From an optimization exercise on the open Yosys and OpenROAD flow, aimed at small area, a short achievable clock period and few clock cycles per item; shortcuts taken in it are not production practice.
At most, simulation tests tie the RTL to the original design; equivalence was not proved.

## sha256_core
module sha256_core (
    input  wire         clk,
    input  wire         rst,          
    input  wire         in_valid,
    output wire         in_ready,
    input  wire         in_first,     
    input  wire [511:0] in_block,     
    output reg          out_valid,
    output wire [255:0] out_digest    
);
Size in the first run: roughly 4600 cells after synthesis, roughly 770 I/O pins.
==> module sha256_core, before the edit <==
module sha256_core (
    input  wire         clk,
    input  wire         rst,          
    input  wire         in_valid,
    output wire         in_ready,
    input  wire         in_first,     
    input  wire [511:0] in_block,     
    output reg          out_valid,
    output wire [255:0] out_digest    
);
    localparam [255:0] IV = {32'h6a09e667, 32'hbb67ae85, 32'h3c6ef372, 32'ha54ff53a,
                             32'h510e527f, 32'h9b05688c, 32'h1f83d9ab, 32'h5be0cd19};
    localparam [2047:0] KTAB = {
        32'hc67178f2, 32'hbef9a3f7, 32'ha4506ceb, 32'h90befffa, 32'h8cc70208, 32'h84c87814, 32'h78a5636f, 32'h748f82ee,
        32'h682e6ff3, 32'h5b9cca4f, 32'h4ed8aa4a, 32'h391c0cb3, 32'h34b0bcb5, 32'h2748774c, 32'h1e376c08, 32'h19a4c116,
        32'h106aa070, 32'hf40e3585, 32'hd6990624, 32'hd192e819, 32'hc76c51a3, 32'hc24b8b70, 32'ha81a664b, 32'ha2bfe8a1,
        32'h92722c85, 32'h81c2c92e, 32'h766a0abb, 32'h650a7354, 32'h53380d13, 32'h4d2c6dfc, 32'h2e1b2138, 32'h27b70a85,
        32'h14292967, 32'h06ca6351, 32'hd5a79147, 32'hc6e00bf3, 32'hbf597fc7, 32'hb00327c8, 32'ha831c66d, 32'h983e5152,
        32'h76f988da, 32'h5cb0a9dc, 32'h4a7484aa, 32'h2de92c6f, 32'h240ca1cc, 32'h0fc19dc6, 32'hefbe4786, 32'he49b69c1,
        32'hc19bf174, 32'h9bdc06a7, 32'h80deb1fe, 32'h72be5d74, 32'h550c7dc3, 32'h243185be, 32'h12835b01, 32'hd807aa98,
        32'hab1c5ed5, 32'h923f82a4, 32'h59f111f1, 32'h3956c25b, 32'he9b5dba5, 32'hb5c0fbcf, 32'h71374491, 32'h428a2f98
    };
    reg         run;         
    reg         rdy;         
    reg         init;        
    reg  [6:0]  kc;          
    reg         first;       
    reg  [31:0] a, b, c, d, e, f, g, h, hk;
    reg  [31:0] wq [0:15];
    wire [31:0] w [0:15];
    genvar gi;
    generate
        for (gi = 0; gi < 16; gi = gi + 1) begin : wpol
            assign w[gi] = (gi % 2) ? ~wq[gi] : wq[gi];
        end
    endgenerate
    reg  [31:0] q0, q1, q2, q3, r0, r1, r2, r3;
    assign in_ready   = rdy;
    assign out_digest = {q3, q2, q1, q0, r3, r2, r1, r0};
    function [31:0] fa_s(input [31:0] x, input [31:0] y, input [31:0] z);
        fa_s = x ^ y ^ z;
    endfunction
    function [31:0] fa_c(input [31:0] x, input [31:0] y, input [31:0] z);
        fa_c = {(x[30:0] & y[30:0]) | (x[30:0] & z[30:0]) | (y[30:0] & z[30:0]), 1'b0};
    endfunction
    function [31:0] add_sk(input [31:0] x, input [31:0] y);
        reg [31:0] gg, pp, g2, p2;
        integer i, l;
        begin
            gg = x & y;
            pp = x ^ y;
            for (l = 1; l < 32; l = l * 2) begin
                g2 = gg;
                p2 = pp;
                for (i = 0; i < 32; i = i + 1)
                    if (i & l) begin
                        g2[i] = gg[i] | (pp[i] & gg[(i & ~(l - 1)) - 1]);
                        p2[i] = pp[i] & pp[(i & ~(l - 1)) - 1];
                    end
                gg = g2;
                pp = p2;
            end
            add_sk = (x ^ y) ^ {gg[30:0], 1'b0};
        end
    endfunction
    wire [31:0] s1  = {e[5:0], e[31:6]} ^ {e[10:0], e[31:11]} ^ {e[24:0], e[31:25]};
    wire [31:0] ch  = (e & f) | (~e & g);
    wire [31:0] s0  = {a[1:0], a[31:2]} ^ {a[12:0], a[31:13]} ^ {a[21:0], a[31:22]};
    wire [31:0] mj  = (a & b) | (a & c) | (b & c);
    wire [31:0] x1s = fa_s(s1, ch, hk), x1c = fa_c(s1, ch, hk);
    wire [31:0] x2s = fa_s(x1s, x1c, s0), x2c = fa_c(x1s, x1c, s0);
    wire [31:0] x3s = fa_s(x2s, x2c, mj), x3c = fa_c(x2s, x2c, mj);
    wire [31:0] a_new = add_sk(x3s, x3c);
    wire [31:0] y2s = fa_s(x1s, x1c, d), y2c = fa_c(x1s, x1c, d);
    wire [31:0] e_new = add_sk(y2s, y2c);
    wire [31:0] sig0 = {w[1][6:0], w[1][31:7]} ^ {w[1][17:0], w[1][31:18]} ^ (w[1] >> 3);
    wire [31:0] sig1 = {w[14][16:0], w[14][31:17]} ^ {w[14][18:0], w[14][31:19]} ^ (w[14] >> 10);
    wire [31:0] m1s = fa_s(sig0, sig1, w[0]), m1c = fa_c(sig0, sig1, w[0]);
    wire [31:0] m2s = fa_s(m1s, m1c, w[9]),  m2c = fa_c(m1s, m1c, w[9]);
    wire [31:0] kn  = KTAB[{kc[5:0], 5'd0} +: 32];
    wire [31:0] hn  = init ? (first ? IV[31:0] : r0) : g;
    wire [31:0] p1s = fa_s(hn, kn, w[0]), p1c = fa_c(hn, kn, w[0]);
    wire [31:0] hk_next = add_sk(p1s, p1c);
    wire        addph = run & (kc[6] | (kc[5:1] == 5'b11111));
    reg  [31:0] iva, ive;
    always @(*) begin
        case (kc[1:0])
            2'b10: begin iva = IV[159:128]; ive = IV[31:0];   end
            2'b11: begin iva = IV[191:160]; ive = IV[63:32];  end
            2'b00: begin iva = IV[223:192]; ive = IV[95:64];  end
            default: begin iva = IV[255:224]; ive = IV[127:96]; end
        endcase
    end
    wire [31:0] w_next = add_sk(addph ? (first ? iva : q0) : m2s, addph ? a : m2c);
    wire [31:0] qsum = w_next;
    wire [31:0] rsum = add_sk(first ? ive : r0, e);
    wire        last = run & (kc == 7'd65);
    wire        take = rdy & in_valid;
    integer i;
    always @(posedge clk) begin
        if (rst) begin
            run       <= 1'b0;
            rdy       <= 1'b0;
            init      <= 1'b0;
            out_valid <= 1'b0;
        end else begin
            out_valid <= last;
            init      <= take;
            if (take)
                run <= 1'b1;
            else if (last)
                run <= 1'b0;
            rdy <= (run & (kc == 7'd64)) | ((~run | last) & ~take);
        end
    end
    always @(posedge clk) begin
        if (rdy) begin
            first <= in_first;
            for (i = 0; i < 16; i = i + 1)
                wq[i] <= (i % 2) ? ~in_block[511 - 32*i -: 32] : in_block[511 - 32*i -: 32];
        end else begin
            for (i = 0; i < 15; i = i + 1)
                wq[i] <= ~wq[i + 1];
            wq[15] <= ~w_next;
        end
        kc <= take ? 7'd0 : kc + 7'd1;
        hk <= hk_next;
        if (init) begin
            if (first)
                {a, b, c, d, e, f, g, h} <= IV;
            else
                {a, b, c, d, e, f, g, h} <= {q3, q2, q1, q0, r3, r2, r1, r0};
        end else begin
            h <= g; g <= f; f <= e; e <= e_new;
            d <= c; c <= b; b <= a; a <= a_new;
        end
        if (addph) begin
            q0 <= q1; q1 <= q2; q2 <= q3; q3 <= qsum;
            r0 <= r1; r1 <= r2; r2 <= r3; r3 <= rsum;
        end
    end
endmodule
clock: 10.0 ns
lec_check: 0
cap_margin: 20
core_margin: 2
core_utilization: 55
cts_buf_list: sky130_fd_sc_hd__clkbuf_16
cts_cluster_diameter: 120
cts_cluster_size: 20
slew_margin: 20
standard.sh (not shown) runs the stock make flow with config.mk's settings and CLKGATE_MAP_FILE= SYNTH_SCRIPT=/design/flow/synth_recipe.tcl, a recipe that flattens the netlist after the stock synthesis.
==> flow/flow/run.sh <==
#!/bin/bash
set -euo pipefail
export BUFFER_PORTS_ARGS="-buffer_cell sky130_fd_sc_hd__buf_1"
export SETUP_SLACK_MARGIN=5
bash standard.sh > standard_make.log 2>&1
Testbench counts at the start, summed over its fixed seeds: cycles 25,368, blocks 384.
Change:
--- a/flow/design.v
+++ b/flow/design.v
@@ -25,8 +25,9 @@
     reg         init;        
     reg  [6:0]  kc;          
     reg         first;       
     reg  [31:0] a, b, c, d, e, f, g, h, hk;
+    reg  [31:0] s1, ch, mj;
     reg  [31:0] wq [0:15];
     wire [31:0] w [0:15];
     genvar gi;
     generate
@@ -62,18 +63,26 @@
             end
             add_sk = (x ^ y) ^ {gg[30:0], 1'b0};
         end
     endfunction
-    wire [31:0] s1  = {e[5:0], e[31:6]} ^ {e[10:0], e[31:11]} ^ {e[24:0], e[31:25]};
-    wire [31:0] ch  = (e & f) | (~e & g);
     wire [31:0] s0  = {a[1:0], a[31:2]} ^ {a[12:0], a[31:13]} ^ {a[21:0], a[31:22]};
-    wire [31:0] mj  = (a & b) | (a & c) | (b & c);
     wire [31:0] x1s = fa_s(s1, ch, hk), x1c = fa_c(s1, ch, hk);
-    wire [31:0] x2s = fa_s(x1s, x1c, s0), x2c = fa_c(x1s, x1c, s0);
-    wire [31:0] x3s = fa_s(x2s, x2c, mj), x3c = fa_c(x2s, x2c, mj);
+    wire [31:0] x2s = fa_s(x1s, x1c, mj), x2c = fa_c(x1s, x1c, mj);
+    wire [31:0] x3s = fa_s(x2s, x2c, s0), x3c = fa_c(x2s, x2c, s0);
     wire [31:0] a_new = add_sk(x3s, x3c);
     wire [31:0] y2s = fa_s(x1s, x1c, d), y2c = fa_c(x1s, x1c, d);
     wire [31:0] e_new = add_sk(y2s, y2c);
+    wire [255:0] hinit = first ? IV : {q3, q2, q1, q0, r3, r2, r1, r0};
+    wire [31:0] a_d = init ? hinit[255:224] : a_new;
+    wire [31:0] b_d = init ? hinit[223:192] : a;
+    wire [31:0] c_d = init ? hinit[191:160] : b;
+    wire [31:0] d_d = init ? hinit[159:128] : c;
+    wire [31:0] e_d = init ? hinit[127:96]  : e_new;
+    wire [31:0] f_d = init ? hinit[95:64]   : e;
+    wire [31:0] g_d = init ? hinit[63:32]   : f;
+    wire [31:0] s1_d = {e_d[5:0], e_d[31:6]} ^ {e_d[10:0], e_d[31:11]} ^ {e_d[24:0], e_d[31:25]};
+    wire [31:0] ch_d = (e_d & f_d) | (~e_d & g_d);
+    wire [31:0] mj_d = (a_d & b_d) | (a_d & c_d) | (b_d & c_d);
     wire [31:0] sig0 = {w[1][6:0], w[1][31:7]} ^ {w[1][17:0], w[1][31:18]} ^ (w[1] >> 3);
     wire [31:0] sig1 = {w[14][16:0], w[14][31:17]} ^ {w[14][18:0], w[14][31:19]} ^ (w[14] >> 10);
     wire [31:0] m1s = fa_s(sig0, sig1, w[0]), m1c = fa_c(sig0, sig1, w[0]);
     wire [31:0] m2s = fa_s(m1s, m1c, w[9]),  m2c = fa_c(m1s, m1c, w[9]);
@@ -124,17 +133,11 @@
             wq[15] <= ~w_next;
         end
         kc <= take ? 7'd0 : kc + 7'd1;
         hk <= hk_next;
-        if (init) begin
-            if (first)
-                {a, b, c, d, e, f, g, h} <= IV;
-            else
-                {a, b, c, d, e, f, g, h} <= {q3, q2, q1, q0, r3, r2, r1, r0};
-        end else begin
-            h <= g; g <= f; f <= e; e <= e_new;
-            d <= c; c <= b; b <= a; a <= a_new;
-        end
+        a <= a_d; b <= b_d; c <= c_d; d <= d_d;
+        e <= e_d; f <= f_d; g <= g_d;
+        s1 <= s1_d; ch <= ch_d; mj <= mj_d;
         if (addph) begin
             q0 <= q1; q1 <= q2; q2 <= q3; q3 <= qsum;
             r0 <= r1; r1 <= r2; r2 <= r3; r3 <= rsum;
         end
Result:
- global-route usage went down by 1.4 points
- cell area rises by 5.9%
- via count goes up by about 0.6%
- worst setup slack degrades by 0.039 ns
- final cell count grows by about 3.3%
Only the layout flow was run in the second run of this note; the RTL was not checked for function there.


## orange
The RTL this note starts from:
==> flow/design.v <==
module sha256_core (
    input  wire         clk,
    input  wire         rst,          
    input  wire         in_valid,
    output wire         in_ready,
    input  wire         in_first,     
    input  wire [511:0] in_block,     
    output reg          out_valid,
    output wire [255:0] out_digest    
);
    localparam [255:0] IV = {32'h6a09e667, 32'hbb67ae85, 32'h3c6ef372, 32'ha54ff53a,
                             32'h510e527f, 32'h9b05688c, 32'h1f83d9ab, 32'h5be0cd19};
    localparam [2047:0] KTAB = {
        32'hc67178f2, 32'hbef9a3f7, 32'ha4506ceb, 32'h90befffa, 32'h8cc70208, 32'h84c87814, 32'h78a5636f, 32'h748f82ee,
        32'h682e6ff3, 32'h5b9cca4f, 32'h4ed8aa4a, 32'h391c0cb3, 32'h34b0bcb5, 32'h2748774c, 32'h1e376c08, 32'h19a4c116,
        32'h106aa070, 32'hf40e3585, 32'hd6990624, 32'hd192e819, 32'hc76c51a3, 32'hc24b8b70, 32'ha81a664b, 32'ha2bfe8a1,
        32'h92722c85, 32'h81c2c92e, 32'h766a0abb, 32'h650a7354, 32'h53380d13, 32'h4d2c6dfc, 32'h2e1b2138, 32'h27b70a85,
        32'h14292967, 32'h06ca6351, 32'hd5a79147, 32'hc6e00bf3, 32'hbf597fc7, 32'hb00327c8, 32'ha831c66d, 32'h983e5152,
        32'h76f988da, 32'h5cb0a9dc, 32'h4a7484aa, 32'h2de92c6f, 32'h240ca1cc, 32'h0fc19dc6, 32'hefbe4786, 32'he49b69c1,
        32'hc19bf174, 32'h9bdc06a7, 32'h80deb1fe, 32'h72be5d74, 32'h550c7dc3, 32'h243185be, 32'h12835b01, 32'hd807aa98,
        32'hab1c5ed5, 32'h923f82a4, 32'h59f111f1, 32'h3956c25b, 32'he9b5dba5, 32'hb5c0fbcf, 32'h71374491, 32'h428a2f98
    };
    reg         run;         
    reg         rdy;         
    reg         init;        
    reg  [6:0]  kc;          
    reg         first;       
    reg  [31:0] a, b, c, d, e, f, g, h, hk;
    reg  [31:0] w [0:15];
    reg  [31:0] q0, q1, q2, q3, r0, r1, r2, r3;
    assign in_ready   = rdy;
    assign out_digest = {q3, q2, q1, q0, r3, r2, r1, r0};
    function [31:0] fa_s(input [31:0] x, input [31:0] y, input [31:0] z);
        fa_s = x ^ y ^ z;
    endfunction
    function [31:0] fa_c(input [31:0] x, input [31:0] y, input [31:0] z);
        fa_c = {(x[30:0] & y[30:0]) | (x[30:0] & z[30:0]) | (y[30:0] & z[30:0]), 1'b0};
    endfunction
    wire [31:0] s1  = {e[5:0], e[31:6]} ^ {e[10:0], e[31:11]} ^ {e[24:0], e[31:25]};
    wire [31:0] ch  = (e & f) | (~e & g);
    wire [31:0] s0  = {a[1:0], a[31:2]} ^ {a[12:0], a[31:13]} ^ {a[21:0], a[31:22]};
    wire [31:0] mj  = (a & b) | (a & c) | (b & c);
    wire [31:0] x1s = fa_s(s1, ch, hk), x1c = fa_c(s1, ch, hk);
    wire [31:0] x2s = fa_s(x1s, x1c, s0), x2c = fa_c(x1s, x1c, s0);
    wire [31:0] x3s = fa_s(x2s, x2c, mj), x3c = fa_c(x2s, x2c, mj);
    wire [31:0] a_new = x3s + x3c;
    wire [31:0] y2s = fa_s(x1s, x1c, d), y2c = fa_c(x1s, x1c, d);
    wire [31:0] e_new = y2s + y2c;
    wire [31:0] sig0 = {w[1][6:0], w[1][31:7]} ^ {w[1][17:0], w[1][31:18]} ^ (w[1] >> 3);
    wire [31:0] sig1 = {w[14][16:0], w[14][31:17]} ^ {w[14][18:0], w[14][31:19]} ^ (w[14] >> 10);
    wire [31:0] m1s = fa_s(sig0, sig1, w[0]), m1c = fa_c(sig0, sig1, w[0]);
    wire [31:0] m2s = fa_s(m1s, m1c, w[9]),  m2c = fa_c(m1s, m1c, w[9]);
    wire [31:0] w_next = m2s + m2c;
    wire [31:0] kn  = KTAB[{kc[5:0], 5'd0} +: 32];
    wire [31:0] hn  = init ? (first ? IV[31:0] : r0) : g;
    wire [31:0] p1s = fa_s(hn, kn, w[0]), p1c = fa_c(hn, kn, w[0]);
    wire [31:0] hk_next = p1s + p1c;
    wire        addph = run & (kc[6] | (kc[5:1] == 5'b11111));
    reg  [31:0] iva, ive;
    always @(*) begin
        case (kc[1:0])
            2'b10: begin iva = IV[159:128]; ive = IV[31:0];   end
            2'b11: begin iva = IV[191:160]; ive = IV[63:32];  end
            2'b00: begin iva = IV[223:192]; ive = IV[95:64];  end
            default: begin iva = IV[255:224]; ive = IV[127:96]; end
        endcase
    end
    wire [31:0] qsum = (first ? iva : q0) + a;
    wire [31:0] rsum = (first ? ive : r0) + e;
    wire        last = run & (kc == 7'd65);
    wire        take = rdy & in_valid;
    integer i;
    always @(posedge clk) begin
        if (rst) begin
            run       <= 1'b0;
            rdy       <= 1'b0;
            init      <= 1'b0;
            out_valid <= 1'b0;
        end else begin
            out_valid <= last;
            init      <= take;
            if (take)
                run <= 1'b1;
            else if (last)
                run <= 1'b0;
            rdy <= (run & (kc == 7'd64)) | ((~run | last) & ~take);
        end
    end
    always @(posedge clk) begin
        if (rdy) begin
            first <= in_first;
            for (i = 0; i < 16; i = i + 1)
                w[i] <= in_block[511 - 32*i -: 32];
        end else begin
            for (i = 0; i < 15; i = i + 1)
                w[i] <= w[i + 1];
            w[15] <= w_next;
        end
        kc <= take ? 7'd0 : kc + 7'd1;
        hk <= hk_next;
        if (init) begin
            if (first)
                {a, b, c, d, e, f, g, h} <= IV;
            else
                {a, b, c, d, e, f, g, h} <= {q3, q2, q1, q0, r3, r2, r1, r0};
        end else begin
            h <= g; g <= f; f <= e; e <= e_new;
            d <= c; c <= b; b <= a; a <= a_new;
        end
        if (addph) begin
            q0 <= q1; q1 <= q2; q2 <= q3; q3 <= qsum;
            r0 <= r1; r1 <= r2; r2 <= r3; r3 <= rsum;
        end
    end
endmodule
Settings: LEC_CHECK=0, CAP_MARGIN=20, CORE_MARGIN=2, CORE_UTILIZATION=55, CTS_BUF_LIST=sky130_fd_sc_hd__clkbuf_8, CTS_CLUSTER_SIZE=24, SLEW_MARGIN=20; clock period 10.0 ns.
Scripts as last shown in full above: flow/flow/run.sh
Testbench counts of orange, summed over its fixed seeds: cycles 25,368, blocks 384.
The following lists how blue was set up differently from orange:
--- a/flow/design.v
+++ b/flow/design.v
@@ -24,10 +24,11 @@
     reg         rdy;         
     reg         init;        
     reg  [6:0]  kc;          
     reg         first;       
     reg  [31:0] a, b, c, d, e, f, g, h, hk;
+    reg  [31:0] kq;
     reg  [31:0] w [0:15];
     reg  [31:0] q0, q1, q2, q3, r0, r1, r2, r3;
     assign in_ready   = rdy;
     assign out_digest = {q3, q2, q1, q0, r3, r2, r1, r0};
     function [31:0] fa_s(input [31:0] x, input [31:0] y, input [31:0] z);
@@ -49,13 +50,14 @@
     wire [31:0] sig0 = {w[1][6:0], w[1][31:7]} ^ {w[1][17:0], w[1][31:18]} ^ (w[1] >> 3);
     wire [31:0] sig1 = {w[14][16:0], w[14][31:17]} ^ {w[14][18:0], w[14][31:19]} ^ (w[14] >> 10);
     wire [31:0] m1s = fa_s(sig0, sig1, w[0]), m1c = fa_c(sig0, sig1, w[0]);
     wire [31:0] m2s = fa_s(m1s, m1c, w[9]),  m2c = fa_c(m1s, m1c, w[9]);
     wire [31:0] w_next = m2s + m2c;
-    wire [31:0] kn  = KTAB[{kc[5:0], 5'd0} +: 32];
+    wire [5:0]  kcn = kc[5:0] + 6'd1;
+    wire [31:0] kn  = KTAB[{kcn, 5'd0} +: 32];
     wire [31:0] hn  = init ? (first ? IV[31:0] : r0) : g;
-    wire [31:0] p1s = fa_s(hn, kn, w[0]), p1c = fa_c(hn, kn, w[0]);
+    wire [31:0] p1s = fa_s(hn, kq, w[0]), p1c = fa_c(hn, kq, w[0]);
     wire [31:0] hk_next = p1s + p1c;
     wire        addph = run & (kc[6] | (kc[5:1] == 5'b11111));
     reg  [31:0] iva, ive;
     always @(*) begin
         case (kc[1:0])
@@ -96,10 +98,11 @@
                 w[i] <= w[i + 1];
             w[15] <= w_next;
         end
         kc <= take ? 7'd0 : kc + 7'd1;
         hk <= hk_next;
+        kq <= take ? KTAB[31:0] : kn;
         if (init) begin
             if (first)
                 {a, b, c, d, e, f, g, h} <= IV;
             else
                 {a, b, c, d, e, f, g, h} <= {q3, q2, q1, q0, r3, r2, r1, r0};
### Flow results
- Status | blue and orange | clean
- Comparing blue and orange, the higher top achievable clock speed is on blue.
- Looking at blue and orange, the residual overflow from global routing is a wash.
- Ratio of cells with drive above 1 in the final layout (higher): orange
- When blue is measured against orange, its worst path buffer plus inverter count turns out 1 higher.
- [compare] base=orange new=blue: die area went up.
No functional check of the RTL was part of blue.

static timing again, ports no longer ideal:
No port has a modelled driver above. Below, the same layouts with a new extraction and two added sets of constraints.
Step 1, drivers: a clkbuf_16 drives clk and a buf_2 each remaining input, both assumed.
Step 2, shift: input delay + t, output delay - t, t = (earliest + latest rising clock arrival at the registers) / 2. This alone moves slack from input paths to output paths.
Slacks: ideal ports / drivers / drivers and shift; pairs: ideal ports / drivers.
run	t (ns)	slack for setup (ns)	hold slack, ns	worst data-port slew with drivers (ns)	cell pins on the clock port's net
the first run of note 1	0.762	5.073 / 5.073 / 5.073	0.398 / 0.398 / 0.398	0.13	1
the second run of note 1	0.744	5.033 / 5.033 / 5.033	0.394 / 0.394 / 0.394	0.14	1
orange	0.941	5.037 / 5.037 / 5.037	0.446 / 0.446 / 0.446	0.16	1
blue	0.939	5.058 / 5.058 / 5.058	0.436 / 0.436 / 0.436	0.14	1
After both steps setup and hold are still met in every run listed.
